What follows belongs to an exercise in optimizing a design on an open flow for small area, a short achievable clock period and few clock cycles per item; a production flow would make more cautious choices.
No functional check of the RTL was part of any run shown here.

<file path="flow/run.sh">
#!/bin/bash
# Own layout flow: the standard flow (standard.sh, with its synthesis
# script and steps) with these settings changed:
#  - synthesis maps the logic with the ABC script in flow/abc.script (an
#    area-oriented mapping) instead of ORFS's speed script;
#  - the make variables listed in flow/make_vars.txt (one VAR=value per
#    line) are added to both make runs: among them SETUP_SLACK_MARGIN, so
#    that the timing repair steps aim for extra setup slack and the layout is
#    sized for a short period, although the clock stays at the design's.
# Each tool's output goes to a log file of its own in this folder.
set -uo pipefail
W=$PWD
SD=$W/scripts_own
rm -rf "$SD"; mkdir -p "$SD"
for f in "$FLOW_HOME"/scripts/*; do ln -s "$f" "$SD/"; done
rm -f "$SD/abc_area.script"; cp "$W/flow/abc.script" "$SD/abc_area.script"
VARS=()
if [[ -f "$W/flow/make_vars.txt" ]]; then
  while IFS= read -r line; do
    [[ -z "$line" || "$line" == \#* ]] && continue
    VARS+=("$line")
  done < "$W/flow/make_vars.txt"
fi
bash standard.sh SCRIPTS_DIR="$SD" ABC_AREA=1 "${VARS[@]}" synth > "$W/synth.log" 2>&1 || { tail -30 "$W/synth.log"; exit 1; }
bash standard.sh "${VARS[@]}" finish > "$W/layout.log" 2>&1 || { tail -30 "$W/layout.log"; exit 1; }
</file>
<file path="flow/abc.script">
strash
dch
map -a
</file>
<file path="flow/make_vars.txt">
SETUP_SLACK_MARGIN=6.5
BUFFER_PORTS_ARGS=-buffer_cell sky130_fd_sc_hd__buf_2
</file>
<file path="standard.sh">
#!/bin/bash
# synth_recipe.tcl (not shown) runs the flow's synth.tcl, then flattens the netlist and writes it again
# the make line also repeats each setting of config.mk as NAME=value (left out here)
make -C /OpenROAD-flow-scripts/flow DESIGN_CONFIG=/design/flow/config.mk WORK_HOME=/design/flow/orfs CLKGATE_MAP_FILE= SYNTH_SCRIPT=/design/flow/synth_recipe.tcl "${@:-finish}"
</file>
<file path="config.mk">
export PLATFORM = sky130hd
export DESIGN_NAME = aes_enc_core
export DESIGN_NICKNAME = aes_enc_core
export VERILOG_FILES = /design/flow/design.v
export SDC_FILE = /design/flow/constraint.sdc
export NUM_CORES = 8
export LEC_CHECK = 0
export CAP_MARGIN = 20
export CORE_MARGIN = 2
export CORE_UTILIZATION = 40
export SLEW_MARGIN = 20
</file>
<file path="constraint.sdc">
create_clock -name core_clock -period 10.0 [get_ports {clk}]
set_input_delay 2.0000 -clock core_clock [delete_from_list [all_inputs] [get_ports {clk}]]
set_output_delay 2.0000 -clock core_clock [all_outputs]
set_load 0.01 [all_outputs]
</file>
<file path="design.v">
module aes_sbox_front (
    input  wire [7:0]  a,
    output wire [11:0] m
);
    wire [3:0] d;
    reg  [3:0] dinv;
    wire n0 = a[4] ^ a[7];
    wire n1 = a[1] ^ a[3];
    wire n2 = a[5] ^ a[6];
    wire n3 = n0 ^ n1;
    wire n4 = a[2] ^ a[5];
    wire n5 = a[2] ^ a[4];
    wire n6 = a[2] ^ a[6];
    wire n7 = a[2] ^ a[7];
    wire n8 = a[0] ^ a[1];
    wire n9 = n0 ^ n4;
    wire n10 = n1 ^ n6;
    wire n11 = n2 ^ n8;
    wire n12 = n2 ^ n5;
    wire n13 = n2 ^ n3;
    wire n14 = a[0] ^ n3;
    wire n15 = n1 ^ n4;
    wire n16 = a[0] ^ n2;
    wire n17 = a[0] ^ n10;
    wire n18 = a[1] ^ a[2];
    wire n19 = n0 ^ n18;
    wire n20 = n7 ^ n11;
    wire n21 = a[0] ^ a[4];
    wire n22 = n2 ^ n21;
    wire n23 = a[1] ^ a[7];
    wire n24 = a[0] ^ a[7];
    wire n25 = n2 ^ n24;
    wire n26 = a[3] ^ n12;
    wire n27 = a[2] ^ a[3];
    wire n28 = n1 ^ n12;
    wire n29 = a[5] ^ a[7];
    wire n30 = n9 & n5;
    wire n31 = n13 & n7;
    wire n32 = n10 & n0;
    wire n33 = n3 & n19;
    wire n34 = n14 & n20;
    wire n35 = a[0] & n22;
    wire n36 = n15 & n23;
    wire n37 = n16 & n11;
    wire n38 = n17 & n25;
    wire n39 = a[1] ^ a[4];
    wire n40 = a[6] ^ n39;
    wire n41 = n33 ^ n40;
    wire n42 = n29 ^ n35;
    wire n43 = n30 ^ n34;
    wire n44 = a[7] ^ n27;
    wire n45 = n44 ^ n32;
    wire n46 = n41 ^ n45;
    wire n47 = n43 ^ n46;
    wire n48 = n31 ^ n42;
    wire n49 = n43 ^ n48;
    wire n50 = a[5] ^ n36;
    wire n51 = n37 ^ n34;
    wire n52 = n41 ^ n50;
    wire n53 = n51 ^ n52;
    wire n54 = a[1] ^ n37;
    wire n55 = n34 ^ n38;
    wire n56 = n42 ^ n54;
    wire n57 = n55 ^ n56;
    assign m[0] = n14;
    assign m[1] = n3;
    assign m[2] = n13;
    assign m[3] = n9;
    assign m[4] = n26;
    assign m[5] = n27;
    assign m[6] = n28;
    assign m[7] = n29;
    assign d[0] = n47;
    assign d[1] = n49;
    assign d[2] = n53;
    assign d[3] = n57;
    always @(*) begin
        case (d)
            4'h0: dinv = 4'h0;
            4'h1: dinv = 4'h1;
            4'h2: dinv = 4'h3;
            4'h3: dinv = 4'h2;
            4'h4: dinv = 4'ha;
            4'h5: dinv = 4'h8;
            4'h6: dinv = 4'he;
            4'h7: dinv = 4'hd;
            4'h8: dinv = 4'h5;
            4'h9: dinv = 4'hb;
            4'ha: dinv = 4'h4;
            4'hb: dinv = 4'h9;
            4'hc: dinv = 4'hf;
            4'hd: dinv = 4'h7;
            4'he: dinv = 4'h6;
            4'hf: dinv = 4'hc;
            default: dinv = 4'h0;
        endcase
    end
    assign m[11:8] = dinv;
endmodule
module aes_sbox_back (
    input  wire [11:0] m,
    output wire [7:0]  y
);
    wire n0 = m[10] ^ m[11];
    wire n1 = m[8] ^ m[9];
    wire n2 = m[6] ^ m[7];
    wire n3 = m[4] ^ m[5];
    wire n4 = m[2] ^ m[3];
    wire n5 = m[0] ^ m[1];
    wire n6 = m[11] ^ m[9];
    wire n7 = m[10] ^ m[8];
    wire n8 = n0 ^ n1;
    wire n9 = m[5] ^ m[7];
    wire n10 = m[4] ^ m[6];
    wire n11 = n2 ^ n3;
    wire n12 = m[1] ^ m[3];
    wire n13 = m[0] ^ m[2];
    wire n14 = n4 ^ n5;
    wire n15 = m[7] & m[11];
    wire n16 = m[3] & m[11];
    wire n17 = m[6] & m[10];
    wire n18 = m[2] & m[10];
    wire n19 = n2 & n0;
    wire n20 = n4 & n0;
    wire n21 = m[5] & m[9];
    wire n22 = m[1] & m[9];
    wire n23 = m[4] & m[8];
    wire n24 = m[0] & m[8];
    wire n25 = n3 & n1;
    wire n26 = n5 & n1;
    wire n27 = n9 & n6;
    wire n28 = n12 & n6;
    wire n29 = n10 & n7;
    wire n30 = n13 & n7;
    wire n31 = n11 & n8;
    wire n32 = n14 & n8;
    wire n33 = n15 ^ n19;
    wire n34 = n30 ^ n33;
    wire n35 = n21 ^ n23;
    wire n36 = n22 ^ n32;
    wire n37 = n16 ^ n20;
    wire n38 = n26 ^ n36;
    wire n39 = n27 ^ n29;
    wire n40 = n19 ^ n28;
    wire n41 = n28 ^ n35;
    wire n42 = n27 ^ n31;
    wire n43 = n37 ^ n39;
    wire n44 = n34 ^ n43;
    wire n45 = n38 ^ n44;
    wire n46 = n15 ^ n18;
    wire n47 = n20 ^ n46;
    wire n48 = n32 ^ n39;
    wire n49 = n40 ^ n47;
    wire n50 = n48 ^ n49;
    wire n51 = n18 ^ n23;
    wire n52 = n24 ^ n20;
    wire n53 = n25 ^ n51;
    wire n54 = n52 ^ n53;
    wire n55 = n34 ^ n36;
    wire n56 = n42 ^ n54;
    wire n57 = n55 ^ n56;
    wire n58 = n35 ^ n37;
    wire n59 = n34 ^ n58;
    wire n60 = n38 ^ n59;
    wire n61 = n37 ^ n41;
    wire n62 = n34 ^ n61;
    wire n63 = n17 ^ n40;
    wire n64 = n42 ^ n63;
    wire n65 = n38 ^ n64;
    wire n66 = n35 ^ n33;
    wire n67 = n22 ^ n24;
    wire n68 = n67 ^ n41;
    wire n69 = n34 ^ n68;
    wire n70 = ~n45;
    wire n71 = ~n50;
    wire n72 = ~n65;
    wire n73 = ~n66;
    assign y[0] = n70;
    assign y[1] = n71;
    assign y[2] = n57;
    assign y[3] = n60;
    assign y[4] = n62;
    assign y[5] = n72;
    assign y[6] = n73;
    assign y[7] = n69;
endmodule
module aes_col_back (
    input  wire [47:0] m,
    output wire [31:0] y,
    output wire [31:0] mc
);
    wire n0 = m[46] ^ m[47];
    wire n1 = m[44] ^ m[45];
    wire n2 = m[42] ^ m[43];
    wire n3 = m[40] ^ m[41];
    wire n4 = m[38] ^ m[39];
    wire n5 = m[36] ^ m[37];
    wire n6 = m[45] ^ m[47];
    wire n7 = m[44] ^ m[46];
    wire n8 = n0 ^ n1;
    wire n9 = m[41] ^ m[43];
    wire n10 = m[40] ^ m[42];
    wire n11 = n2 ^ n3;
    wire n12 = m[37] ^ m[39];
    wire n13 = m[36] ^ m[38];
    wire n14 = n4 ^ n5;
    wire n15 = m[43] & m[47];
    wire n16 = m[39] & m[47];
    wire n17 = m[42] & m[46];
    wire n18 = m[38] & m[46];
    wire n19 = n2 & n0;
    wire n20 = n4 & n0;
    wire n21 = m[41] & m[45];
    wire n22 = m[37] & m[45];
    wire n23 = m[40] & m[44];
    wire n24 = m[36] & m[44];
    wire n25 = n3 & n1;
    wire n26 = n5 & n1;
    wire n27 = n9 & n6;
    wire n28 = n12 & n6;
    wire n29 = n10 & n7;
    wire n30 = n13 & n7;
    wire n31 = n11 & n8;
    wire n32 = n14 & n8;
    wire n33 = m[34] ^ m[35];
    wire n34 = m[32] ^ m[33];
    wire n35 = m[30] ^ m[31];
    wire n36 = m[28] ^ m[29];
    wire n37 = m[26] ^ m[27];
    wire n38 = m[24] ^ m[25];
    wire n39 = m[33] ^ m[35];
    wire n40 = m[32] ^ m[34];
    wire n41 = n33 ^ n34;
    wire n42 = m[29] ^ m[31];
    wire n43 = m[28] ^ m[30];
    wire n44 = n35 ^ n36;
    wire n45 = m[25] ^ m[27];
    wire n46 = m[24] ^ m[26];
    wire n47 = n37 ^ n38;
    wire n48 = m[31] & m[35];
    wire n49 = m[27] & m[35];
    wire n50 = m[30] & m[34];
    wire n51 = m[26] & m[34];
    wire n52 = n35 & n33;
    wire n53 = n37 & n33;
    wire n54 = m[29] & m[33];
    wire n55 = m[25] & m[33];
    wire n56 = m[28] & m[32];
    wire n57 = m[24] & m[32];
    wire n58 = n36 & n34;
    wire n59 = n38 & n34;
    wire n60 = n42 & n39;
    wire n61 = n45 & n39;
    wire n62 = n43 & n40;
    wire n63 = n46 & n40;
    wire n64 = n44 & n41;
    wire n65 = n47 & n41;
    wire n66 = m[22] ^ m[23];
    wire n67 = m[20] ^ m[21];
    wire n68 = m[18] ^ m[19];
    wire n69 = m[16] ^ m[17];
    wire n70 = m[14] ^ m[15];
    wire n71 = m[12] ^ m[13];
    wire n72 = m[21] ^ m[23];
    wire n73 = m[20] ^ m[22];
    wire n74 = n66 ^ n67;
    wire n75 = m[17] ^ m[19];
    wire n76 = m[16] ^ m[18];
    wire n77 = n68 ^ n69;
    wire n78 = m[13] ^ m[15];
    wire n79 = m[12] ^ m[14];
    wire n80 = n70 ^ n71;
    wire n81 = m[19] & m[23];
    wire n82 = m[15] & m[23];
    wire n83 = m[18] & m[22];
    wire n84 = m[14] & m[22];
    wire n85 = n68 & n66;
    wire n86 = n70 & n66;
    wire n87 = m[17] & m[21];
    wire n88 = m[13] & m[21];
    wire n89 = m[16] & m[20];
    wire n90 = m[12] & m[20];
    wire n91 = n69 & n67;
    wire n92 = n71 & n67;
    wire n93 = n75 & n72;
    wire n94 = n78 & n72;
    wire n95 = n76 & n73;
    wire n96 = n79 & n73;
    wire n97 = n77 & n74;
    wire n98 = n80 & n74;
    wire n99 = m[10] ^ m[11];
    wire n100 = m[8] ^ m[9];
    wire n101 = m[6] ^ m[7];
    wire n102 = m[4] ^ m[5];
    wire n103 = m[2] ^ m[3];
    wire n104 = m[0] ^ m[1];
    wire n105 = m[11] ^ m[9];
    wire n106 = m[10] ^ m[8];
    wire n107 = n100 ^ n99;
    wire n108 = m[5] ^ m[7];
    wire n109 = m[4] ^ m[6];
    wire n110 = n101 ^ n102;
    wire n111 = m[1] ^ m[3];
    wire n112 = m[0] ^ m[2];
    wire n113 = n103 ^ n104;
    wire n114 = m[7] & m[11];
    wire n115 = m[3] & m[11];
    wire n116 = m[6] & m[10];
    wire n117 = m[2] & m[10];
    wire n118 = n101 & n99;
    wire n119 = n103 & n99;
    wire n120 = m[5] & m[9];
    wire n121 = m[1] & m[9];
    wire n122 = m[4] & m[8];
    wire n123 = m[0] & m[8];
    wire n124 = n102 & n100;
    wire n125 = n104 & n100;
    wire n126 = n108 & n105;
    wire n127 = n111 & n105;
    wire n128 = n109 & n106;
    wire n129 = n112 & n106;
    wire n130 = n110 & n107;
    wire n131 = n113 & n107;
    wire n132 = n15 ^ n19;
    wire n133 = n48 ^ n52;
    wire n134 = n81 ^ n85;
    wire n135 = n114 ^ n118;
    wire n136 = n132 ^ n30;
    wire n137 = n133 ^ n63;
    wire n138 = n134 ^ n96;
    wire n139 = n129 ^ n135;
    wire n140 = n21 ^ n23;
    wire n141 = n54 ^ n56;
    wire n142 = n87 ^ n89;
    wire n143 = n120 ^ n122;
    wire n144 = n22 ^ n32;
    wire n145 = n55 ^ n65;
    wire n146 = n88 ^ n98;
    wire n147 = n121 ^ n131;
    wire n148 = n16 ^ n20;
    wire n149 = n49 ^ n53;
    wire n150 = n82 ^ n86;
    wire n151 = n115 ^ n119;
    wire n152 = n136 ^ n144;
    wire n153 = n137 ^ n145;
    wire n154 = n138 ^ n146;
    wire n155 = n125 ^ n147;
    wire n156 = n26 ^ n27;
    wire n157 = n19 ^ n28;
    wire n158 = n20 ^ n27;
    wire n159 = n140 ^ n28;
    wire n160 = n59 ^ n60;
    wire n161 = n52 ^ n61;
    wire n162 = n53 ^ n60;
    wire n163 = n141 ^ n61;
    wire n164 = n92 ^ n93;
    wire n165 = n85 ^ n94;
    wire n166 = n86 ^ n93;
    wire n167 = n142 ^ n94;
    wire n168 = n126 ^ n128;
    wire n169 = n118 ^ n127;
    wire n170 = n127 ^ n143;
    wire n171 = n126 ^ n130;
    wire n172 = n29 ^ n148;
    wire n173 = n156 ^ n172;
    wire n174 = n152 ^ n173;
    wire n175 = n15 ^ n18;
    wire n176 = n175 ^ n29;
    wire n177 = n157 ^ n158;
    wire n178 = n176 ^ n32;
    wire n179 = n177 ^ n178;
    wire n180 = n18 ^ n23;
    wire n181 = n24 ^ n180;
    wire n182 = n25 ^ n158;
    wire n183 = n181 ^ n31;
    wire n184 = n182 ^ n183;
    wire n185 = n152 ^ n184;
    wire n186 = n140 ^ n26;
    wire n187 = n148 ^ n186;
    wire n188 = n187 ^ n152;
    wire n189 = n148 ^ n159;
    wire n190 = n136 ^ n189;
    wire n191 = n17 ^ n156;
    wire n192 = n157 ^ n31;
    wire n193 = n144 ^ n191;
    wire n194 = n192 ^ n193;
    wire n195 = n140 ^ n132;
    wire n196 = n22 ^ n24;
    wire n197 = n196 ^ n159;
    wire n198 = n136 ^ n197;
    wire n199 = n62 ^ n149;
    wire n200 = n160 ^ n199;
    wire n201 = n153 ^ n200;
    wire n202 = n48 ^ n51;
    wire n203 = n202 ^ n62;
    wire n204 = n161 ^ n162;
    wire n205 = n203 ^ n65;
    wire n206 = n204 ^ n205;
    wire n207 = n51 ^ n56;
    wire n208 = n57 ^ n207;
    wire n209 = n58 ^ n162;
    wire n210 = n208 ^ n64;
    wire n211 = n209 ^ n210;
    wire n212 = n153 ^ n211;
    wire n213 = n141 ^ n59;
    wire n214 = n149 ^ n213;
    wire n215 = n214 ^ n153;
    wire n216 = n149 ^ n163;
    wire n217 = n137 ^ n216;
    wire n218 = n50 ^ n160;
    wire n219 = n161 ^ n64;
    wire n220 = n145 ^ n218;
    wire n221 = n219 ^ n220;
    wire n222 = n141 ^ n133;
    wire n223 = n55 ^ n57;
    wire n224 = n223 ^ n163;
    wire n225 = n137 ^ n224;
    wire n226 = n95 ^ n150;
    wire n227 = n164 ^ n226;
    wire n228 = n154 ^ n227;
    wire n229 = n81 ^ n84;
    wire n230 = n229 ^ n95;
    wire n231 = n165 ^ n166;
    wire n232 = n230 ^ n98;
    wire n233 = n231 ^ n232;
    wire n234 = n84 ^ n89;
    wire n235 = n90 ^ n234;
    wire n236 = n91 ^ n166;
    wire n237 = n235 ^ n97;
    wire n238 = n236 ^ n237;
    wire n239 = n154 ^ n238;
    wire n240 = n142 ^ n92;
    wire n241 = n150 ^ n240;
    wire n242 = n241 ^ n154;
    wire n243 = n150 ^ n167;
    wire n244 = n138 ^ n243;
    wire n245 = n83 ^ n164;
    wire n246 = n165 ^ n97;
    wire n247 = n146 ^ n245;
    wire n248 = n246 ^ n247;
    wire n249 = n142 ^ n134;
    wire n250 = n88 ^ n90;
    wire n251 = n250 ^ n167;
    wire n252 = n138 ^ n251;
    wire n253 = n151 ^ n168;
    wire n254 = n139 ^ n253;
    wire n255 = n155 ^ n254;
    wire n256 = n114 ^ n117;
    wire n257 = n119 ^ n256;
    wire n258 = n131 ^ n168;
    wire n259 = n169 ^ n257;
    wire n260 = n258 ^ n259;
    wire n261 = n117 ^ n122;
    wire n262 = n123 ^ n119;
    wire n263 = n124 ^ n261;
    wire n264 = n262 ^ n263;
    wire n265 = n139 ^ n147;
    wire n266 = n171 ^ n264;
    wire n267 = n265 ^ n266;
    wire n268 = n143 ^ n151;
    wire n269 = n139 ^ n268;
    wire n270 = n155 ^ n269;
    wire n271 = n151 ^ n170;
    wire n272 = n139 ^ n271;
    wire n273 = n116 ^ n169;
    wire n274 = n171 ^ n273;
    wire n275 = n155 ^ n274;
    wire n276 = n143 ^ n135;
    wire n277 = n121 ^ n123;
    wire n278 = n277 ^ n170;
    wire n279 = n139 ^ n278;
    wire n280 = n198 ^ n225;
    wire n281 = n252 ^ n279;
    wire n282 = n225 ^ n252;
    wire n283 = n198 ^ n279;
    wire n284 = n222 ^ n249;
    wire n285 = n195 ^ n276;
    wire n286 = n206 ^ n233;
    wire n287 = n217 ^ n244;
    wire n288 = n179 ^ n260;
    wire n289 = n190 ^ n272;
    wire n290 = n201 ^ n228;
    wire n291 = n212 ^ n239;
    wire n292 = n215 ^ n242;
    wire n293 = n221 ^ n248;
    wire n294 = n174 ^ n255;
    wire n295 = n185 ^ n267;
    wire n296 = n188 ^ n270;
    wire n297 = n194 ^ n275;
    wire n298 = n255 ^ n280;
    wire n299 = n290 ^ n298;
    wire n300 = n260 ^ n174;
    wire n301 = n201 ^ n280;
    wire n302 = n286 ^ n300;
    wire n303 = n301 ^ n302;
    wire n304 = n179 ^ n206;
    wire n305 = n267 ^ n304;
    wire n306 = n291 ^ n305;
    wire n307 = n185 ^ n212;
    wire n308 = n270 ^ n280;
    wire n309 = n292 ^ n307;
    wire n310 = n308 ^ n309;
    wire n311 = n272 ^ n188;
    wire n312 = n215 ^ n280;
    wire n313 = n287 ^ n311;
    wire n314 = n312 ^ n313;
    wire n315 = n190 ^ n217;
    wire n316 = n275 ^ n315;
    wire n317 = n293 ^ n316;
    wire n318 = n276 ^ n284;
    wire n319 = n194 ^ n221;
    wire n320 = n318 ^ n319;
    wire n321 = n195 ^ n222;
    wire n322 = n225 ^ n321;
    wire n323 = n281 ^ n322;
    wire n324 = n228 ^ n282;
    wire n325 = n294 ^ n324;
    wire n326 = n233 ^ n282;
    wire n327 = n288 ^ n290;
    wire n328 = n326 ^ n327;
    wire n329 = n239 ^ n286;
    wire n330 = n295 ^ n329;
    wire n331 = n242 ^ n282;
    wire n332 = n291 ^ n296;
    wire n333 = n331 ^ n332;
    wire n334 = n244 ^ n282;
    wire n335 = n289 ^ n292;
    wire n336 = n334 ^ n335;
    wire n337 = n248 ^ n287;
    wire n338 = n297 ^ n337;
    wire n339 = n249 ^ n285;
    wire n340 = n339 ^ n293;
    wire n341 = n198 ^ n284;
    wire n342 = n281 ^ n341;
    wire n343 = n201 ^ n281;
    wire n344 = n294 ^ n343;
    wire n345 = n206 ^ n228;
    wire n346 = n255 ^ n281;
    wire n347 = n288 ^ n345;
    wire n348 = n346 ^ n347;
    wire n349 = n233 ^ n260;
    wire n350 = n212 ^ n349;
    wire n351 = n295 ^ n350;
    wire n352 = n215 ^ n239;
    wire n353 = n267 ^ n281;
    wire n354 = n296 ^ n352;
    wire n355 = n353 ^ n354;
    wire n356 = n217 ^ n242;
    wire n357 = n270 ^ n281;
    wire n358 = n289 ^ n356;
    wire n359 = n357 ^ n358;
    wire n360 = n244 ^ n272;
    wire n361 = n221 ^ n360;
    wire n362 = n297 ^ n361;
    wire n363 = n222 ^ n285;
    wire n364 = n248 ^ n275;
    wire n365 = n363 ^ n364;
    wire n366 = n249 ^ n276;
    wire n367 = n279 ^ n366;
    wire n368 = n280 ^ n367;
    wire n369 = n174 ^ n283;
    wire n370 = n290 ^ n369;
    wire n371 = n179 ^ n283;
    wire n372 = n286 ^ n294;
    wire n373 = n371 ^ n372;
    wire n374 = n185 ^ n288;
    wire n375 = n291 ^ n374;
    wire n376 = n188 ^ n283;
    wire n377 = n292 ^ n295;
    wire n378 = n376 ^ n377;
    wire n379 = n190 ^ n283;
    wire n380 = n287 ^ n296;
    wire n381 = n379 ^ n380;
    wire n382 = n194 ^ n289;
    wire n383 = n293 ^ n382;
    wire n384 = n195 ^ n284;
    wire n385 = n384 ^ n297;
    wire n386 = n252 ^ n285;
    wire n387 = n280 ^ n386;
    wire n388 = ~n174;
    wire n389 = ~n299;
    wire n390 = ~n179;
    wire n391 = ~n303;
    wire n392 = ~n194;
    wire n393 = ~n317;
    wire n394 = ~n195;
    wire n395 = ~n320;
    wire n396 = ~n201;
    wire n397 = ~n325;
    wire n398 = ~n206;
    wire n399 = ~n328;
    wire n400 = ~n221;
    wire n401 = ~n338;
    wire n402 = ~n222;
    wire n403 = ~n340;
    wire n404 = ~n228;
    wire n405 = ~n344;
    wire n406 = ~n233;
    wire n407 = ~n348;
    wire n408 = ~n248;
    wire n409 = ~n362;
    wire n410 = ~n249;
    wire n411 = ~n365;
    wire n412 = ~n255;
    wire n413 = ~n370;
    wire n414 = ~n260;
    wire n415 = ~n373;
    wire n416 = ~n275;
    wire n417 = ~n383;
    wire n418 = ~n276;
    wire n419 = ~n385;
    assign y[24] = n388;
    assign mc[24] = n389;
    assign y[25] = n390;
    assign mc[25] = n391;
    assign y[26] = n185;
    assign mc[26] = n306;
    assign y[27] = n188;
    assign mc[27] = n310;
    assign y[28] = n190;
    assign mc[28] = n314;
    assign y[29] = n392;
    assign mc[29] = n393;
    assign y[30] = n394;
    assign mc[30] = n395;
    assign y[31] = n198;
    assign mc[31] = n323;
    assign y[16] = n396;
    assign mc[16] = n397;
    assign y[17] = n398;
    assign mc[17] = n399;
    assign y[18] = n212;
    assign mc[18] = n330;
    assign y[19] = n215;
    assign mc[19] = n333;
    assign y[20] = n217;
    assign mc[20] = n336;
    assign y[21] = n400;
    assign mc[21] = n401;
    assign y[22] = n402;
    assign mc[22] = n403;
    assign y[23] = n225;
    assign mc[23] = n342;
    assign y[8] = n404;
    assign mc[8] = n405;
    assign y[9] = n406;
    assign mc[9] = n407;
    assign y[10] = n239;
    assign mc[10] = n351;
    assign y[11] = n242;
    assign mc[11] = n355;
    assign y[12] = n244;
    assign mc[12] = n359;
    assign y[13] = n408;
    assign mc[13] = n409;
    assign y[14] = n410;
    assign mc[14] = n411;
    assign y[15] = n252;
    assign mc[15] = n368;
    assign y[0] = n412;
    assign mc[0] = n413;
    assign y[1] = n414;
    assign mc[1] = n415;
    assign y[2] = n267;
    assign mc[2] = n375;
    assign y[3] = n270;
    assign mc[3] = n378;
    assign y[4] = n272;
    assign mc[4] = n381;
    assign y[5] = n416;
    assign mc[5] = n417;
    assign y[6] = n418;
    assign mc[6] = n419;
    assign y[7] = n279;
    assign mc[7] = n387;
endmodule
module aes_enc_core (
    input  wire         clk,
    input  wire         rst,         
    input  wire         key_load,    
    input  wire [1:0]   key_len,     
    input  wire [255:0] key,         
    input  wire         in_valid,
    output reg          in_ready,
    input  wire [127:0] in_data,
    output reg          out_valid,
    output wire [127:0] out_data
);
    reg         l128, l192, l256;    
    reg  [3:0]  nr;                  
    reg  [2:0]  kp;                  
    reg         krdy;                
    reg         vS, xS;              
    reg  [3:0]  rS;                  
    reg         vM, xM;              
    reg  [3:0]  rM;                  
    reg         yslot;               
    wire        lastM = (rM == nr);
    wire        contM = vM && !lastM;                
    wire        accept = in_valid && in_ready;
    wire        xacc = accept && !yslot;             
    reg  [255:0] ks;
    reg  [255:0] kw;
    reg  [31:0]  ksi;                
    reg  [47:0]  km;                 
    wire [31:0] K0 = kw[255:224], K1 = kw[223:192], K2 = kw[191:160], K3 = kw[159:128];
    wire [31:0] K4 = kw[127:96],  K5 = kw[95:64],   K6 = kw[63:32],   K7 = kw[31:0];
    wire [31:0] S7 = ks[31:0];
    wire [47:0] km_d;
    wire [31:0] kb;                  
    genvar g;
    generate
        for (g = 0; g < 4; g = g + 1) begin : g_ksb
            aes_sbox_front u_f (.a(ksi[31-8*g -: 8]), .m(km_d[47-12*g -: 12]));
            aes_sbox_back  u_b (.m(km[47-12*g -: 12]), .y(kb[31-8*g -: 8]));
        end
    endgenerate
    reg         c_en;                
    reg         c_fix;               
    reg  [1:0]  c_b;                 
    reg         c_t4, c_t2;          
    reg  [7:0]  c_rc;                
    reg         c_rot, c_x4;         
    wire [31:0] B0 = (c_b == 2'd2) ? K4 : (c_b == 2'd1) ? K2 : K0;
    wire [31:0] B1 = (c_b == 2'd2) ? K5 : (c_b == 2'd1) ? K3 : K1;
    wire [31:0] B2 = (c_b == 2'd2) ? K6 : (c_b == 2'd1) ? K4 : K2;
    wire [31:0] B3 = (c_b == 2'd2) ? K7 : (c_b == 2'd1) ? K5 : K3;
    wire [31:0] x7 = {32{c_t4 | c_t2}} & K7;
    wire [31:0] y7 = {32{c_t2}} & K7;
    wire [31:0] Q1 = B0 ^ B1;
    wire        c01 = !(c_t4 | c_t2);                
    wire        c23 = !c_t2;                         
    wire [31:0] rcw = {c_rc, 24'h000000};
    wire [31:0] P0 = B0 ^ x7 ^ ({32{c01}} & rcw);
    wire [31:0] P1 = Q1 ^ x7 ^ ({32{c01}} & rcw);
    wire [31:0] P2 = ({32{!c_t4}} & Q1) ^ B2 ^ y7 ^ ({32{c23}} & rcw);
    wire [31:0] P3 = P2 ^ B3;
    wire [31:0] n0 = P0 ^ ({32{c01}} & kb);
    wire [31:0] n1 = P1 ^ ({32{c01}} & kb);
    wire [31:0] n2 = P2 ^ ({32{c23}} & kb);
    wire [31:0] n3 = P3 ^ ({32{c23}} & kb);
    wire [31:0] nx = P3 ^ ({32{c_x4}} & (K6 ^ K7)) ^ ({32{c23}} & kb);
    wire [31:0] nxr = c_rot ? {nx[23:0], nx[31:24]} : nx;
    reg  [127:0] s;                  
    reg  [191:0] m;                  
    reg  [127:0] outr;
    assign out_data = outr;
    wire [127:0] ark = s ^ kw[255:128];
    wire [191:0] m_d;
    generate
        for (g = 0; g < 16; g = g + 1) begin : g_sb
            aes_sbox_front u_f (.a(ark[127-8*g -: 8]), .m(m_d[191-12*g -: 12]));
        end
    endgenerate
    wire [127:0] sub, mix;
    genvar c;
    generate
        for (c = 0; c < 4; c = c + 1) begin : g_col
            aes_col_back u_cb (
                .m({m[191-12*(4*c)         -: 12],
                    m[191-12*(4*((c+1)%4)+1) -: 12],
                    m[191-12*(4*((c+2)%4)+2) -: 12],
                    m[191-12*(4*((c+3)%4)+3) -: 12]}),
                .y(sub[127-32*c -: 32]),
                .mc(mix[127-32*c -: 32]));
        end
    endgenerate
    always @(posedge clk) begin
        m    <= m_d;
        s    <= contM ? mix : in_data;
        outr <= sub ^ kw[127:0];
        km   <= km_d;
        ksi  <= (c_en && kp != 3'd1) ? nxr : {S7[23:0], S7[31:24]};
    end
    function [3:0] mod3;             
        input [3:0] r;
        mod3 = r % 3;
    endfunction
    function [7:0] rcon_of;          
        input [3:0] r;
        input       a128, a192;
        reg   [3:0] e;
        begin
            if (a128)      e = r;                           
            else if (a192) e = (r * 2 + 1) / 3;             
            else           e = (r - 1) / 2;                 
            case (e)
                4'd0: rcon_of = 8'h01;
                4'd1: rcon_of = 8'h02;
                4'd2: rcon_of = 8'h04;
                4'd3: rcon_of = 8'h08;
                4'd4: rcon_of = 8'h10;
                4'd5: rcon_of = 8'h20;
                4'd6: rcon_of = 8'h40;
                4'd7: rcon_of = 8'h80;
                4'd8: rcon_of = 8'h1b;
                default: rcon_of = 8'h36;
            endcase
        end
    endfunction
    wire        vS_n = contM || accept;
    wire        xS_n = contM ? xM : !yslot;
    wire [3:0]  rS_n = contM ? rM + 4'd1 : 4'd1;
    wire        np_n = (!vS_n || rS_n == nr) && (!vS || rS == nr);
    wire [2:0]  kp_n = key_load ? 3'd1 : (kp == 3'd0 || kp == 3'd7) ? kp : kp + 3'd1;
    wire        krdy_n = key_load ? (key_len == 2'd2) :
                         (krdy || (kp_n >= 3'd3));
    wire        st_n = vS && xS && (rS != nr);
    wire [3:0]  r1   = rS + 4'd1;    
    wire [3:0]  m3c  = mod3(rS);
    wire [3:0]  m3n  = mod3(r1);
    always @(posedge clk) begin
        if (rst) begin
            krdy      <= 1'b0;
            kp        <= 3'd0;
            vS        <= 1'b0;
            vM        <= 1'b0;
            yslot     <= 1'b0;
            in_ready  <= 1'b0;
            out_valid <= 1'b0;
            c_en      <= 1'b0;
            c_fix     <= 1'b0;
        end else begin
            kp        <= kp_n;
            krdy      <= krdy_n;
            vS        <= vS_n;
            vM        <= vS;
            yslot     <= xacc;
            in_ready  <= krdy_n && (np_n || xacc);
            out_valid <= vM && lastM;
            c_en      <= st_n || (kp == 3'd2 && !l256);
            c_fix     <= kp == 3'd2 && !l256;
        end
        xS <= xS_n;
        rS <= rS_n;
        xM <= xS;
        rM <= rS;
        if (kp == 3'd2 && !l256) begin
            c_b   <= 2'd0;
            c_t4  <= 1'b0;
            c_t2  <= 1'b0;
            c_rc  <= 8'h01;
            c_rot <= 1'b1;
            c_x4  <= 1'b0;
        end else begin
            c_b   <= l128 ? 2'd2 : l192 ? 2'd1 : 2'd0;
            c_t4  <= l192 && m3c == 4'd0;
            c_t2  <= l192 && m3c == 4'd1;
            c_rc  <= (l256 && !rS[0]) ? 8'h00 : rcon_of(rS, l128, l192);
            c_rot <= l128 || (l256 && r1[0]) || (l192 && m3n != 4'd1);
            c_x4  <= l192 && m3n == 4'd0;
        end
        if (key_load) begin
            l128 <= key_len != 2'd1 && key_len != 2'd2;
            l192 <= key_len == 2'd1;
            l256 <= key_len == 2'd2;
            nr   <= (key_len == 2'd1) ? 4'd12 : (key_len == 2'd2) ? 4'd14 : 4'd10;
        end
    end
    always @(posedge clk) begin
        if (key_load) begin
            ks[255:32] <= key[255:32];
            ks[31:0]   <= (key_len == 2'd1) ? key[95:64] :
                          (key_len == 2'd2) ? key[31:0] : key[159:128];
        end else if (c_fix && kp == 3'd3) begin
            if (l128) ks[127:0] <= {n0, n1, n2, n3};
            else      ks[63:0]  <= {n0, n1};
        end
    end
    always @(posedge clk) begin
        if (kp == 3'd1 || xacc)
            kw[255:128] <= ks[255:128];
        else if (c_en && !c_fix)
            kw[255:128] <= kw[127:0];
        if (kp == 3'd1 || (vS && xS && rS == 4'd1))
            kw[127:0] <= ks[127:0];
        else if (c_en && !c_fix)
            kw[127:0] <= {n0, n1, n2, n3};
    end
endmodule
</file>
==> results of run 1 <==
-- flip-flops by register name, indices dropped and copies added (netlist names), 4 cells and up --
name / cells
ks: 256
kw: 256
m: 192
outr: 128
s: 128
km: 48
ksi: 32
c_rc: 8
rM: 4
rS: 4
-- logic make-up (layout without fill, tap and decap cells) --
kind of cell	after synthesis	in the layout	synth area share [%]
muxes	1	1	0.0162
adders and majority gates	72	72	1.29
AOI/OAI and AO/OA	1258	1258	10.1
other	1	25	0.00538
DFF	1080	1080	38.5
xor gates and xnor gates	2450	2450	30.8
buffers and inverters	639	1632	3.44
and+or+nand+nor	2718	2721	15.9
-- worst reg2reg max path, stage by stage (launching register included) --
cell,delay [ps]
dfxtp_1,370
clkinv_4,150
nand2_8,120
inv_2,110
buf_12,230
a22oi_1,260
a21boi_0,340
xnor2_2,150
nor2_1,140
xor2_1,190
xor2_1,200
xor2_1,270
xor2_1,280
xor2_1,290
a21oi_1,110
a22o_2,220
-- layout make-up --
class                      instances  area (um2)
antenna                           14        35.0
clock buffer                     191        3880
clock inverter                    51         613
fill                           16650       88000
inverter                         638        2430
multi-input combinational       6513       44000
sequential                      1080       26800
tap                             2325        2910
timing repair buffer             752        4730
-- through the flow --
| stage | hold WS (ps) | setup WS, ps | cells | area, um2 | util (%) |
|---|---|---|---|---|---|
| 6_report | 400 | 6430 | 11564 | 85400 | 49.3 |
| 5_1_grt | 395 | 6350 | 11561 | 85400 | 49.3 |
| 4_1_cts | 395 | 6440 | 11439 | 82100 | 47.3 |
| 3_5_place_dp | 381 | 4690 | 11160 | 76100 | 43.9 |
| 3_3_place_gp | 373 | 4840 | 11159 | 76100 | 43.9 |
| 2_1_floorplan | 352 | -6030 | 8229 | 69800 | - |
-- synth_stat cells, types with 3 or more instances --
| cell | instances |
|---|---|
| nand3_1 | 179 |
| nor4_1 | 3 |
| a22o_2 | 7 |
| o211ai_1 | 24 |
| nand2_1 | 1761 |
| clkinv_1 | 638 |
| a31oi_1 | 13 |
| nand4_1 | 10 |
| and2_2 | 11 |
| dfxtp_1 | 563 |
| edfxtp_1 | 517 |
| a211oi_1 | 4 |
| o22ai_1 | 74 |
| o31ai_1 | 9 |
| a21oi_1 | 390 |
| o311ai_0 | 3 |
| o21a_1 | 6 |
| ha_1 | 72 |
| nor2_1 | 520 |
| xnor2_1 | 946 |
| xor2_1 | 1504 |
| nor3_1 | 22 |
| o221ai_1 | 59 |
| a21boi_0 | 16 |
| a22oi_1 | 82 |
| o21ai_0 | 563 |
| or2_2 | 208 |
-- placed cells by master (no fill, tap or decap), drive strengths merged, types with 3 or more instances in the layout --
cell / n
o21ai: 563
a21boi: 16
nand3: 179
xnor2: 946
a211oi: 4
o211ai: 24
nor4: 3
o21a: 6
o311ai: 3
buf: 746
nand2: 1763
a22oi: 82
inv: 29
bufinv: 10
o31ai: 9
a22o: 7
clkbuf: 195
edfxtp: 517
o221ai: 59
nor2: 521
ha: 72
a31oi: 13
dfxtp: 563
diode: 14
nor3: 22
xor2: 1504
and2: 11
or2: 208
o22ai: 74
clkinv: 644
conb: 11
nand4: 10
clkinvlp: 6
a21oi: 390
-- final timing paths --
| path | startpoint | endpoint | slack, ps | cells after the start |
|---|---|---|---|---|
| max | c_b[1] | ksi[23] | 6430 | 15 |
| min | xS | xM | 400 | 0 |
| max reg2reg | c_b[1] | ksi[23] | 6430 | 15 |
| min reg2reg | xS | xM | 400 | 0 |
-- repair_timing --
item	4_1_cts	5_1_grt
pin swaps	8	88
gates resized for setup	214	404
cloned	4	4
buffers inserted	33	107
setup endpoints to repair	609	500
-- layer usage --
metal / wire (um) / vias up / share of wire, % / track usage (%)
li1: - / 28479 / - / -
met1: 111000 / 28896 / 38 / 38.1
met2: 128000 / 2942 / 44 / 48.1
met3: 26100 / 821 / 8.9 / 6.71
met4: 29200 / 10 / 9.9 / 27.0
met5: 66 / - / 0.022 / 0
==> flow_summary_export.csv, run 1 <==
group,metric,value,unit
status,status,"no timing/DRC/antenna violations",
setup_path,cp_top_family,"XOR/XNOR gates",
synthesis,syn_area,0.0697,mm2
sta,rsz0062_at_grt,"true",
hold_path,hold_path_class,"flip-flop to flip-flop",
final_layout,drive_above_1_share,18.1,%
global_routing,antenna_found_initial,22,
synthesis,syn_inst,8219,
placed_design,dp_hpwl,225,mm
sta,drv_slew,0,
placed_design,portBuffers,519,
clock_tree,cts_tree,"done",
synthesis,synth_seq_area_share,38.5,%
final_layout,syn_to_final_growth,22.6,%
floorplanning,ios,520,
synthesis,synth_top_area_share,22.3,%
synthesis,yosysUniqueCellTypes,38,
floorplanning,rows,153,
sta,setup_viol,0,
route,vias_per_cell,5.29,
placed_design,gp_congestion,1.02,
sta,finalCriticalPeriod,3570,ps
route,finalWirelength,294,mm
setup_path,cp_cell_sequence,"clkinv_4 -> nand2_8 -> inv_2 -> buf_12 -> a22oi_1 -> a21boi_0 -> xnor2_2 -> nor2_1 -> xor2_1 -> xor2_1 -> xor2_1 -> xor2_1 -> xor2_1 -> a21oi_1 -> a22o_2",
route,vias,61148,
floorplanning,dieArea,0.178,mm2
synthesis,synth_area_per_cell,8.48,um2
synthesis,synth_area_leaders,"edfxtp_1 (22%), xor2_1 (19%), dfxtp_1 (16%), xnor2_1 (12%), nand2_1 (9.5%)",
floorplanning,coreArea,0.173,mm2
clock_tree,cts_buffers,131,
synthesis,synth_ff_type,"dfxtp_1",
setup_path,cp.arrival,4250,ps
setup_path,slowest_delay,370,ps
clock_tree,cts_hold_buf,0,
route,wl_per_cell,25.4,um
global_routing,grt_max_degree,180,
clock_tree,h-tree-depth,4,
sta,max_freq,280,MHz
setup_path,criticalPathCategory,"flip-flop to flip-flop",
floorplanning,dieHeight,421,um
setup_path,end_kind,"flip-flop",
setup_path,cpMostUsedCell,"xor2_1",
synthesis,ys_ff_latch,1080,
clock_tree,cts_sinks,1080,
sta,min_period_over_period,35.7,%
route,firstDrtPassIters,6,
route,antenna_left,0,
global_routing,grt_pass1_wl,405,mm
floorplanning,start_util,40.2,%
floorplanning,die_x,421,um
synthesis,synth_top_area_cell,"edfxtp_1",
clock_tree,clkTransAtPathRegs,60,ps
setup_path,cpMaxStageDelayCell,"dfxtp_1",
global_routing,grt_pass1_vias,58157,
sta,tightest_slew,1130,ps
flow_run,cap_violations,0,
sta,setup_tns,0,ps
setup_path,worst_ep_required_time,10680,ps
final_layout,final_nets,9578,
synthesis,synth_edf_count,517,
synthesis,synthArstFlopShare,0,%
synthesis,ys_warn_count,2,
route,drc,0,
clock_tree,clk_latency,820,ps
sta,final.setup_skew,49.5,ps
clock_tree,clock-root-buffer,"clkbuf_16",
sta,finalHoldViolations,0,
global_routing,grt_use_total,31.6,%
setup_path,critical_path_buf_inv_count,3,
global_routing,grt_overflow_total,0,
sta,slew_headroom,24.5,%
setup_path,cp_max_fo,52,
clock_tree,clock_path_buffers,3,
route,drt_iter0_markers,6591,
setup_path,cp-start-kind,"flip-flop",
==> run 2, diff against run 1 <==
--- a/config.mk
+++ b/config.mk
@@ -7,5 +7,5 @@
 export LEC_CHECK = 0
 export CAP_MARGIN = 20
 export CORE_MARGIN = 2
-export CORE_UTILIZATION = 40
+export CORE_UTILIZATION = 60
 export SLEW_MARGIN = 20
==> flow_summary_export.csv, run 2 <==
group,metric,value,unit
status,status,"complete, but fails checks",
status,violations,"antenna violations",
setup_path,slowest_delay,880,ps
synthesis,ys_ff_latch,1080,
clock_tree,h-tree-depth,3,
clock_tree,clock-root-buffer,"clkbuf_16",
route,wl_met3,37.0,mm
floorplanning,rows,125,
route,wl_met1,99.7,mm
global_routing,grt_max_degree,175,
placed_design,portBuffers,519,
hold_path,worstHoldStart,"xS",
floorplanning,coreArea,0.116,mm2
synthesis,synth_area_leaders,"edfxtp_1 (22%), xor2_1 (19%), dfxtp_1 (16%), xnor2_1 (12%), nand2_1 (9.5%)",
setup_path,cp.arrival,4170,ps
route,drc,0,
setup_path,ff2ff_setup_slack,6440,ps
setup_path,r2r-end,"s[34]",
global_routing,antenna_found_initial,18,
final_layout,fill_cells,8712,
route,firstDrtPassIters,7,
sta,final.setup_skew,32.7,ps
setup_path,cp_max_fo,6,
sta,min_period_over_period,35.6,%
setup_path,end_kind,"flip-flop",
setup_path,worst_ep_required_time,10610,ps
global_routing,grt_pass1_vias,59115,
setup_path,cp_top_family,"XOR/XNOR gates",
clock_tree,clock_path_buffers,3,
synthesis,synth_top_area_share,22.3,%
global_routing,grt_pass1_wl,379,mm
setup_path,cpMaxStageDelayCell,"xnor2_2",
final_layout,final_common_cell,"nand2_1",
clock_tree,cts_sinks,1080,
final_layout,layout_common_cells,"nand2_1 (1658), xor2_1 (1310), xnor2_1 (825)",
sta,rsz0062_at_grt,"true",
sta,slew_headroom,20.9,%
setup_path,r2r_start,"m[104]",
clock_tree,clkTransAtPathRegs,70,ps
synthesis,synthArstFlopShare,0,%
global_routing,grt_use_total,43.7,%
sta,finalCriticalPeriod,3560,ps
synthesis,syn_inst,8219,
route,vias,63564,
global_routing,grt_overflow_total,0,
route,routed.top_layer,"met5",
route,finalWirelength,274,mm
placed_design,dp_hpwl,202,mm
synthesis,ys_warn_count,2,
clock_tree,cts_hold_buf,0,
sta,hold_slack,373,ps
setup_path,cp_cell_sequence,"or2_2 -> nand2_1 -> xor2_2 -> nand2_1 -> xor2_1 -> xnor2_2 -> xnor2_1 -> xnor2_1 -> xor2_2 -> o21ai_0",
final_layout,finalNonFillerCells,10787,
synthesis,ys_top_cells_by_count,"nand2_1 (1761), xor2_1 (1504), xnor2_1 (946)",
placed_design,dp_cells,10353,
placed_design,gp_congestion,1.03,
floorplanning,dieHeight,345,um
setup_path,reg2reg_depth,10,
route,antenna_left,1,
sta,max_freq,281,MHz
final_layout,largestRegisters,"ks: 256 flops, kw: 256 flops, m: 192 flops",
synthesis,synth_ff_type,"dfxtp_1",
synthesis,yosysUniqueCellTypes,38,
clock_tree,cts_tree,"done",
route,vias_per_cell,5.89,
synthesis,synth_most_common_cell,"nand2_1",
final_layout,final_nets,9605,
synthesis,synth_seq_area_share,38.5,%
synthesis,synth_top_area_cell,"edfxtp_1",
hold_path,holdPathStages,0,
synthesis,synth_edf_count,517,
flow_run,cap_violations,0,
floorplanning,dieArea,0.119,mm2
synthesis,syn_area,0.0697,mm2
sta,finalHoldViolations,0,
sta,tightest_slew,1180,ps
floorplanning,ios,520,
sta,drv_slew,0,
route,wl_per_cell,25.4,um
synthesis,synth_area_per_cell,8.48,um2
sta,setup_viol,0,
hold_path,hold_path_class,"flip-flop to flip-flop",
route,drt_iter0_markers,8391,
route,wl_met2,113,mm
setup_path,critical_path_buf_inv_count,0,
final_layout,syn_to_final_growth,21.5,%
hold_path,min_to,"xM",
floorplanning,die_x,345,um
setup_path,criticalPathCategory,"flip-flop to flip-flop",
clock_tree,cts_buffers,117,
setup_path,cp-start-kind,"flip-flop",
final_layout,drive_above_1_share,18.9,%
clock_tree,clk_latency,760,ps
floorplanning,start_util,60.2,%
## run 2: changes by cell type in the layout (fill, tap and decap cells not counted), sizes merged
cell      before  now
buf          746  784
clkbuf       195  168
bufinv        10    4
inv           29   34
clkinv       644  648
clkinvlp       6   10
diode         14   17
bufbuf         2    4
o21ai        563  564
## run 2: kinds of logic after synthesis
group | synth area share, %
simple gates | 15.9
xor+xnor | 30.8
compound gates | 10.1
flops | 38.5
buf+inv | 3.44
fa+ha+maj | 1.29
other cells | 0.00538
mux | 0.0162
## run 2: worst max path at each step
stage                   from      end  slack (ps)  cells after the start
floorplan           in_valid  kw[128]       -6030                      4
global placement       kp[0]  kw[108]        4620                     10
detailed placement     rS[0]  kw[117]        4550                      8
CTS                   m[143]    s[68]        6340                     16
global route         kw[254]   m[188]        6320                     16
finish                m[104]    s[34]        6440                     10
## run 2: cell type report
cell class | count | area, um2 | share of cell area [%]
Multi-Input combinational cell | 6514 | 44300 | 52.4
Sequential cell | 1080 | 26800 | 31.7
Antenna cell | 17 | 42.5 | 0.0503
Clock inverter | 58 | 513 | 0.606
Inverter | 638 | 2430 | 2.87
Timing Repair Buffer | 792 | 5160 | 6.10
Clock buffer | 164 | 3460 | 4.09
Tap cell | 1524 | 1910 | 2.25
## run 2: per-stage QoR
stage	cell area, um2	setup WS, ps	TNS, ps	utilization [%]
floorplan	69800	-6030	-1046180	-
global placement	75000	4620	0	64.8
detailed placement	75000	4550	0	64.8
CTS	81100	6340	0	70.1
global route	84600	6320	0	73.1
finish	84700	6440	0	73.1
## run 2: metal layers
layer	track usage, %	vias to the layer above
li1	-	28514
met3	13.1	1096
met2	63.7	4427
met4	30.7	4
met1	55.5	29523
met5	0	-
## run 2: timing repair
action / 4_1_cts / 5_1_grt
resized for setup: 277 / 407
cloned: 8 / 4
endpoints found under the setup margin: 641 / 436
setup buffers: 46 / 136
pin swaps: 30 / 113
==> run 3, diff against run 2 <==
--- a/design.v
+++ b/design.v
@@ -702,45 +702,50 @@
     reg  [255:0] ks;
     reg  [255:0] kw;
     reg  [31:0]  ksi;                
+    reg          ksi_rot;            
     reg  [47:0]  km;                 
     wire [31:0] K0 = kw[255:224], K1 = kw[223:192], K2 = kw[191:160], K3 = kw[159:128];
     wire [31:0] K4 = kw[127:96],  K5 = kw[95:64],   K6 = kw[63:32],   K7 = kw[31:0];
     wire [31:0] S7 = ks[31:0];
+    wire [31:0] kin = ksi_rot ? {ksi[23:0], ksi[31:24]} : ksi;
     wire [47:0] km_d;
     wire [31:0] kb;                  
     genvar g;
     generate
         for (g = 0; g < 4; g = g + 1) begin : g_ksb
-            aes_sbox_front u_f (.a(ksi[31-8*g -: 8]), .m(km_d[47-12*g -: 12]));
+            aes_sbox_front u_f (.a(kin[31-8*g -: 8]), .m(km_d[47-12*g -: 12]));
             aes_sbox_back  u_b (.m(km[47-12*g -: 12]), .y(kb[31-8*g -: 8]));
         end
     endgenerate
     reg         c_en;                
     reg         c_fix;               
-    reg  [1:0]  c_b;                 
+    reg  [2:0]  c_b;                 
     reg         c_t4, c_t2;          
     reg  [7:0]  c_rc;                
     reg         c_rot, c_x4;         
-    wire [31:0] B0 = (c_b == 2'd2) ? K4 : (c_b == 2'd1) ? K2 : K0;
-    wire [31:0] B1 = (c_b == 2'd2) ? K5 : (c_b == 2'd1) ? K3 : K1;
-    wire [31:0] B2 = (c_b == 2'd2) ? K6 : (c_b == 2'd1) ? K4 : K2;
-    wire [31:0] B3 = (c_b == 2'd2) ? K7 : (c_b == 2'd1) ? K5 : K3;
-    wire [31:0] x7 = {32{c_t4 | c_t2}} & K7;
-    wire [31:0] y7 = {32{c_t2}} & K7;
-    wire [31:0] Q1 = B0 ^ B1;
+    reg         k_sel;               
+    wire [31:0] B0 = ({32{c_b[2]}} & K4) | ({32{c_b[1]}} & K2) | ({32{c_b[0]}} & K0);
+    wire [31:0] B1 = ({32{c_b[2]}} & K5) | ({32{c_b[1]}} & K3) | ({32{c_b[0]}} & K1);
+    wire [31:0] B2 = ({32{c_b[2]}} & K6) | ({32{c_b[1]}} & K4) | ({32{c_b[0]}} & K2);
+    wire [31:0] B3 = ({32{c_b[2]}} & K7) | ({32{c_b[1]}} & K5) | ({32{c_b[0]}} & K3);
     wire        c01 = !(c_t4 | c_t2);                
     wire        c23 = !c_t2;                         
     wire [31:0] rcw = {c_rc, 24'h000000};
-    wire [31:0] P0 = B0 ^ x7 ^ ({32{c01}} & rcw);
-    wire [31:0] P1 = Q1 ^ x7 ^ ({32{c01}} & rcw);
-    wire [31:0] P2 = ({32{!c_t4}} & Q1) ^ B2 ^ y7 ^ ({32{c23}} & rcw);
-    wire [31:0] P3 = P2 ^ B3;
+    wire [31:0] Q01 = B0 ^ B1;
+    wire [31:0] Q23 = B2 ^ B3;
+    wire [31:0] zQ  = {32{!c_t4}} & Q01;
+    wire [31:0] e0  = ({32{c_t4 | c_t2}} & K7) ^ ({32{c01}} & rcw);
+    wire [31:0] e2  = ({32{c_t2}} & K7) ^ ({32{c23}} & rcw);
+    wire [31:0] P0 = B0 ^ e0;
+    wire [31:0] P1 = Q01 ^ e0;
+    wire [31:0] P2 = zQ ^ (B2 ^ e2);
+    wire [31:0] P3 = zQ ^ (Q23 ^ e2);
     wire [31:0] n0 = P0 ^ ({32{c01}} & kb);
     wire [31:0] n1 = P1 ^ ({32{c01}} & kb);
     wire [31:0] n2 = P2 ^ ({32{c23}} & kb);
     wire [31:0] n3 = P3 ^ ({32{c23}} & kb);
-    wire [31:0] nx = P3 ^ ({32{c_x4}} & (K6 ^ K7)) ^ ({32{c23}} & kb);
-    wire [31:0] nxr = c_rot ? {nx[23:0], nx[31:24]} : nx;
+    wire [31:0] P3x = zQ ^ ((Q23 ^ e2) ^ ({32{c_x4}} & (K6 ^ K7)));
+    wire [31:0] nx  = P3x ^ ({32{c23}} & kb);
     reg  [127:0] s;                  
     reg  [191:0] m;                  
     reg  [127:0] outr;
@@ -770,7 +775,8 @@
         s    <= contM ? mix : in_data;
         outr <= sub ^ kw[127:0];
         km   <= km_d;
-        ksi  <= (c_en && kp != 3'd1) ? nxr : {S7[23:0], S7[31:24]};
+        ksi     <= k_sel ? nx : S7;
+        ksi_rot <= k_sel ? c_rot : 1'b1;
     end
     function [3:0] mod3;             
         input [3:0] r;
@@ -831,19 +837,20 @@
             c_en      <= st_n || (kp == 3'd2 && !l256);
             c_fix     <= kp == 3'd2 && !l256;
         end
+        k_sel <= !rst && (st_n || (kp == 3'd2 && !l256)) && !key_load;
         xS <= xS_n;
         rS <= rS_n;
         xM <= xS;
         rM <= rS;
         if (kp == 3'd2 && !l256) begin
-            c_b   <= 2'd0;
+            c_b   <= 3'b001;
             c_t4  <= 1'b0;
             c_t2  <= 1'b0;
             c_rc  <= 8'h01;
             c_rot <= 1'b1;
             c_x4  <= 1'b0;
         end else begin
-            c_b   <= l128 ? 2'd2 : l192 ? 2'd1 : 2'd0;
+            c_b   <= {l128, l192, l256};
             c_t4  <= l192 && m3c == 4'd0;
             c_t2  <= l192 && m3c == 4'd1;
             c_rc  <= (l256 && !rS[0]) ? 8'h00 : rcon_of(rS, l128, l192);
--- a/config.mk
+++ b/config.mk
@@ -7,5 +7,5 @@
 export LEC_CHECK = 0
 export CAP_MARGIN = 20
 export CORE_MARGIN = 2
-export CORE_UTILIZATION = 60
+export CORE_UTILIZATION = 40
 export SLEW_MARGIN = 20
==> flow_summary_export.csv, run 3 <==
group,metric,value,unit
sta,setup_viol,0,
placed_design,gp_congestion,0.999,
setup_path,end_kind,"flip-flop",
synthesis,synth_ff_type,"dfxtp_1",
floorplanning,dieHeight,425,um
route,wl_per_cell,24.3,um
global_routing,grt_pass1_wl,399,mm
synthesis,ys_ff_latch,1083,
synthesis,syn_area,0.0709,mm2
clock_tree,clkTransAtPathRegs,60,ps
setup_path,cp_max_fo,4,
placed_design,dp_cells,11401,
placed_design,portBuffers,519,
sta,min_period_over_period,35.2,%
final_layout,final_nets,9803,
status,status,"no timing/DRC/antenna violations",
clock_tree,cts_sinks,1083,
route,finalWirelength,287,mm
sta,finalHoldViolations,0,
route,vias_per_cell,5.25,
clock_tree,h-tree-depth,3,
route,drt_iter0_markers,6231,
sta,finalCriticalPeriod,3520,ps
setup_path,criticalPathCategory,"flip-flop to flip-flop",
final_layout,largestRegisters,"ks: 256 flops, kw: 256 flops, m: 192 flops",
synthesis,yosysUniqueCellTypes,41,
flow_run,cap_violations,0,
synthesis,synth_area_per_cell,8.37,um2
sta,tightest_slew,1180,ps
final_layout,final_area,0.0860,mm2
floorplanning,die_x,425,um
global_routing,grt_use_total,30.6,%
clock_tree,cts_buffers,120,
global_routing,antenna_found_initial,20,
synthesis,synth_top_area_cell,"edfxtp_1",
final_layout,fill_cells,16857,
setup_path,cp-start-kind,"flip-flop",
sta,max_freq,284,MHz
final_layout,seq_area,0.0269,mm2
synthesis,ys_top_cells_by_count,"nand2_1 (1656), xor2_1 (1618), xnor2_1 (856)",
global_routing,grt_overflow_total,0,
setup_path,cp.arrival,4150,ps
route,firstDrtPassIters,5,
synthesis,synth_area_leaders,"edfxtp_1 (22%), xor2_1 (20%), dfxtp_1 (16%), xnor2_1 (11%), nand2_1 (8.8%)",
synthesis,syn_inst,8465,
global_routing,grt_pass1_vias,58333,
synthesis,synth_top_area_share,21.9,%
setup_path,worst_ep_required_time,10630,ps
synthesis,synth_seq_area_share,37.9,%
floorplanning,coreArea,0.176,mm2
floorplanning,ios,520,
global_routing,grt_max_degree,173,
final_layout,drive_above_1_share,18.7,%
clock_tree,clock-root-buffer,"clkbuf_16",
floorplanning,start_util,40.2,%
floorplanning,dieArea,0.181,mm2
placed_design,dp_hpwl,221,mm
clock_tree,clock_path_buffers,3,
sta,rsz0062_at_grt,"true",
final_layout,finalNonFillerCells,11807,
route,drc,0,
synthesis,synth_edf_count,517,
final_layout,multi_input_area,0.0446,mm2
route,vias,61938,
sta,drv_slew,0,
placed_design,placedInstanceArea,0.0773,mm2
final_layout,layout_common_cells,"nand2_1 (1546), xor2_1 (1477), xnor2_1 (758)",
clock_tree,cts_tree,"done",
floorplanning,rows,154,
sta,final.setup_skew,44.2,ps
route,antenna_left,0,
synthesis,synth_most_common_cell,"nand2_1",
synthesis,ys_warn_count,2,
sta,hold_slack,363,ps
setup_path,ff2ff_setup_slack,6480,ps
clock_tree,clk_latency,790,ps
final_layout,final_common_cell,"nand2_1",
final_layout,syn_to_final_growth,21.3,%
hold_path,hold_path_class,"flip-flop to flip-flop",
synthesis,synthArstFlopShare,0,%
sta,slew_headroom,21.0,%
run 3: routing by layer:
layer | routed length (um) | vias up | GRT usage [%] | part of all wire (%)
li1 | - | 29182 | - | -
met1 | 111000 | 29205 | 37.8 | 38
met2 | 126000 | 2772 | 47.3 | 44
met3 | 22000 | 763 | 4.35 | 7.6
met4 | 28700 | 16 | 25.4 | 10
met5 | 104 | - | 0 | 0.036
run 3: kinds of logic after synthesis:
family,share of synthesized area [%]
compound gates,9.55
xor+xnor,30.6
fa+ha+maj,1.08
buf+inv,3.78
flops,37.9
mux,0.0936
simple gates,17.0
run 3: final timing paths:
check,start,to,depth (start not counted)
max,m[26],s[60],12
min,xS,xM,0
max reg2reg,m[26],s[60],12
min reg2reg,xS,xM,0
run 3: layout make-up:
type	count	share of cell area [%]
well taps	2340	3.40
diodes	10	0.0291
multi-input cells	6670	51.8
clock inverters	64	0.770
inverters	711	3.19
flip-flops and latches	1083	31.3
repair buffers	766	5.49
clock buffers	163	4.00
run 3: repair_timing:
action | CTS | global route
endpoints found under the setup margin | 463 | 328
gates resized for setup | 229 | 407
gates cloned | 2 | 0
hold buffers | 0 | 0
setup buffers | 60 | 106
pin swaps | 24 | 108
run 3: through the flow:
step | utilization (%) | setup slack [ps] | TNS, ps
after floorplan | - | -7110 | -1814650
after global placement | 43.9 | 4980 | 0
after detailed placement | 43.9 | 4950 | 0
after CTS | 47.2 | 6380 | 0
after global routing | 48.8 | 6290 | 0
final | 48.8 | 6480 | 0
run 3: worst max-delay path, cell delays in order (launching register included):
cell     delay (ps)
dfxtp_1         420
nor2_1           80
nor3_1          490
or2_2           200
nand2_1         140
or2_2           330
nand2_1          60
nand2_1          50
nand2_1         310
xor2_2          410
xor2_1          240
xor2_1          450
o21ai_0         170
==> run 4, diff against run 3 <==
==> flow/make_vars.txt (replaced) <==
SETUP_SLACK_MARGIN=6.8
BUFFER_PORTS_ARGS=-buffer_cell sky130_fd_sc_hd__buf_2
==> flow_summary_export.csv, run 4 <==
group,metric,value,unit
status,status,"no timing/DRC/antenna violations",
route,finalWirelength,302,mm
floorplanning,ios,520,
setup_path,r2r_start,"ksi_rot",
route,drc,0,
clock_tree,cts_buffers,132,
hold_path,min_to,"xM",
synthesis,synthArstFlopShare,0,%
setup_path,end_kind,"output pin",
setup_path,criticalPathCategory,"flip-flop to output pin",
route,vias_per_cell,5.26,
sta,finalHoldViolations,0,
placed_design,pre_cts_ws,5420,ps
clock_tree,clock-root-buffer,"clkbuf_16",
synthesis,ys_top_cells_by_count,"nand2_1 (1656), xor2_1 (1618), xnor2_1 (856)",
clock_tree,clk_latency,830,ps
setup_path,r2r-end,"km[8]",
sta,rsz0062_at_grt,"true",
placed_design,gp_congestion,1.00,
clock_tree,cts_tree,"done",
synthesis,syn_area,0.0709,mm2
setup_path,cp_max_fo,1,
final_layout,final_area,0.0943,mm2
floorplanning,dieArea,0.181,mm2
final_layout,layout_common_cells,"nand2_1 (1417), xor2_1 (1362), xnor2_1 (669)",
sta,setup_tns,0,ps
setup_path,cp.arrival,1340,ps
global_routing,antenna_found_initial,12,
route,drt_iter0_markers,6549,
synthesis,synth_area_per_cell,8.37,um2
global_routing,grt_max_degree,193,
final_layout,final_nets,10161,
setup_path,cp_top_family,"flip-flops",
clock_tree,h-tree-depth,4,
global_routing,grt_overflow_total,0,
synthesis,yosysUniqueCellTypes,41,
hold_path,hold_path_class,"flip-flop to flip-flop",
flow_run,cap_violations,0,
final_layout,finalNonFillerCells,12168,
sta,slew_headroom,22.3,%
placed_design,placedInstanceArea,0.0773,mm2
synthesis,synth_ff_type,"dfxtp_1",
sta,max_freq,300,MHz
placed_design,portBuffers,519,
global_routing,grt_pass1_vias,60124,
final_layout,syn_to_final_growth,33.1,%
placed_design,dp_hpwl,220,mm
synthesis,synth_seq_area_share,37.9,%
setup_path,critical_path_buf_inv_count,1,
setup_path,worst_ep_required_time,8000,ps
sta,final.setup_skew,47.9,ps
floorplanning,die_x,425,um
sta,finalCriticalPeriod,3340,ps
hold_path,worstHoldStart,"xS",
global_routing,grt_pass1_wl,408,mm
final_layout,final_common_cell,"nand2_1",
floorplanning,start_util,40.2,%
setup_path,cpMaxStageDelayCell,"dfxtp_4",
clock_tree,cts_sinks,1083,
synthesis,synth_area_leaders,"edfxtp_1 (22%), xor2_1 (20%), dfxtp_1 (16%), xnor2_1 (11%), nand2_1 (8.8%)",
setup_path,slowest_delay,400,ps
clock_tree,cts_hold_buf,0,
floorplanning,rows,154,
global_routing,grt_use_total,31.3,%
sta,setup_viol,0,
setup_path,cp_cell_sequence,"buf_6",
synthesis,ys_warn_count,2,
floorplanning,coreArea,0.176,mm2
synthesis,synth_top_area_cell,"edfxtp_1",
placed_design,dp_cells,11397,
synthesis,ys_ff_latch,1083,
sta,fin_ws,6660,ps
sta,min_period_over_period,33.4,%
final_layout,final_core_util,53.6,%
hold_path,holdPathStages,0,
synthesis,synth_most_common_cell,"nand2_1",
route,vias,63967,
setup_path,reg2reg_depth,17,
final_layout,drive_above_1_share,28.1,%
clock_tree,clock_path_buffers,3,
route,wl_per_cell,24.8,um
route,firstDrtPassIters,6,
setup_path,ff2ff_setup_slack,6740,ps
synthesis,synth_top_area_share,21.9,%
sta,tightest_slew,1160,ps
clock_tree,clkTransAtPathRegs,60,ps
synthesis,syn_inst,8465,
final_layout,fill_cells,15915,
setup_path,cp-start-kind,"flip-flop",
sta,hold_slack,359,ps
sta,drv_slew,0,
floorplanning,dieHeight,425,um
synthesis,synth_edf_count,517,
route,antenna_left,0,
final_layout,largestRegisters,"ks: 256 flops, kw: 256 flops, m: 192 flops",
[run 4: per-layer routing]
metal  part of all wire (%)  global-route usage, %  vias up
met2                     45                   48.9     2897
li1                       -                      -    29791
met4                    9.7                   25.2       10
met1                     38                   37.8    30486
met3                    8.1                   5.78      783
met5                  0.025                      0        -
[run 4: worst max path at each step]
stage                     cells after the start     start           end
after floorplan                               4  in_valid       kw[128]
after global placement                        7  in_valid       kw[209]
after detailed placement                      6  key_load         ks[5]
after CTS                                     1  outr[48]  out_data[48]
after global routing                         17   ksi_rot         km[8]
final                                         1  outr[49]  out_data[49]
[run 4: worst register-to-register path: cells and delay by family, from the launching register on]
kind / cells / cell delay [ps]
xor+xnor: 5 / 1040
simple gates: 5 / 770
flops: 1 / 470
buf+inv: 3 / 340
compound gates: 3 / 280
fa+ha+maj: 1 / 240
[run 4: kinds of logic after synthesis]
logic type | synth area share [%]
muxes | 0.0936
adders and majority gates | 1.08
xor gates and xnor gates | 30.6
DFF | 37.9
buffers and inverters | 3.78
and+or+nand+nor | 17.0
AOI/OAI and AO/OA | 9.55
[run 4: repair_timing]
item	4_1_cts	5_1_grt
setup buffers	229	283
gates cloned	3	4
endpoints found under the setup margin	754	553
resized for setup	797	907
pin swaps	142	325
[run 4: layout make-up]
class	count	area (um2)	share of cell area (%)
multi-input combinational	6671	48700	51.6
sequential	1083	27100	28.7
timing repair buffer	1110	8100	8.59
clock buffer	170	3790	4.02
tap	2340	2930	3.10
inverter	711	2780	2.94
clock inverter	75	938	0.995
antenna	7	17.5	0.0186
timing repair inverter	1	11.3	0.0119

==> port drivers added, routing unchanged <==
How much do the figures lean on ideal ports? The routed layouts below were timed once more, with nothing changed but the port constraints.
Step 1, drivers: a clkbuf_16 drives clk and a buf_2 each remaining input, both assumed.
Step 2 times the ports against the registers' clock, not the clock port: input delays grow and output delays shrink by t, the midpoint of the rising clock arrivals with the driver on.
a / b / c = ideal / step 1 / step 2; a / b = the first two.
| run | t, ns | setup WS [ns] | clock arrival spread, ns | slew at the worst register clock pin (ns) |
|---|---|---|---|---|
| run 1 | 0.890 | 6.430 / 6.430 / 5.697 | 0.050 / 0.050 | 0.07 / 0.07 |
| run 2 | 0.823 | 6.437 / 6.437 / 5.743 | 0.037 / 0.037 | 0.07 / 0.07 |
| run 3 | 0.855 | 6.478 / 6.451 / 5.685 | 0.049 / 0.050 | 0.07 / 0.07 |
| run 4 | 0.888 | 6.663 / 6.578 / 5.982 | 0.049 / 0.050 | 0.07 / 0.07 |
For run 3, which loses most, drivers alone change the setup slack by -0.027 ns; drivers and shift together by -0.793 ns.
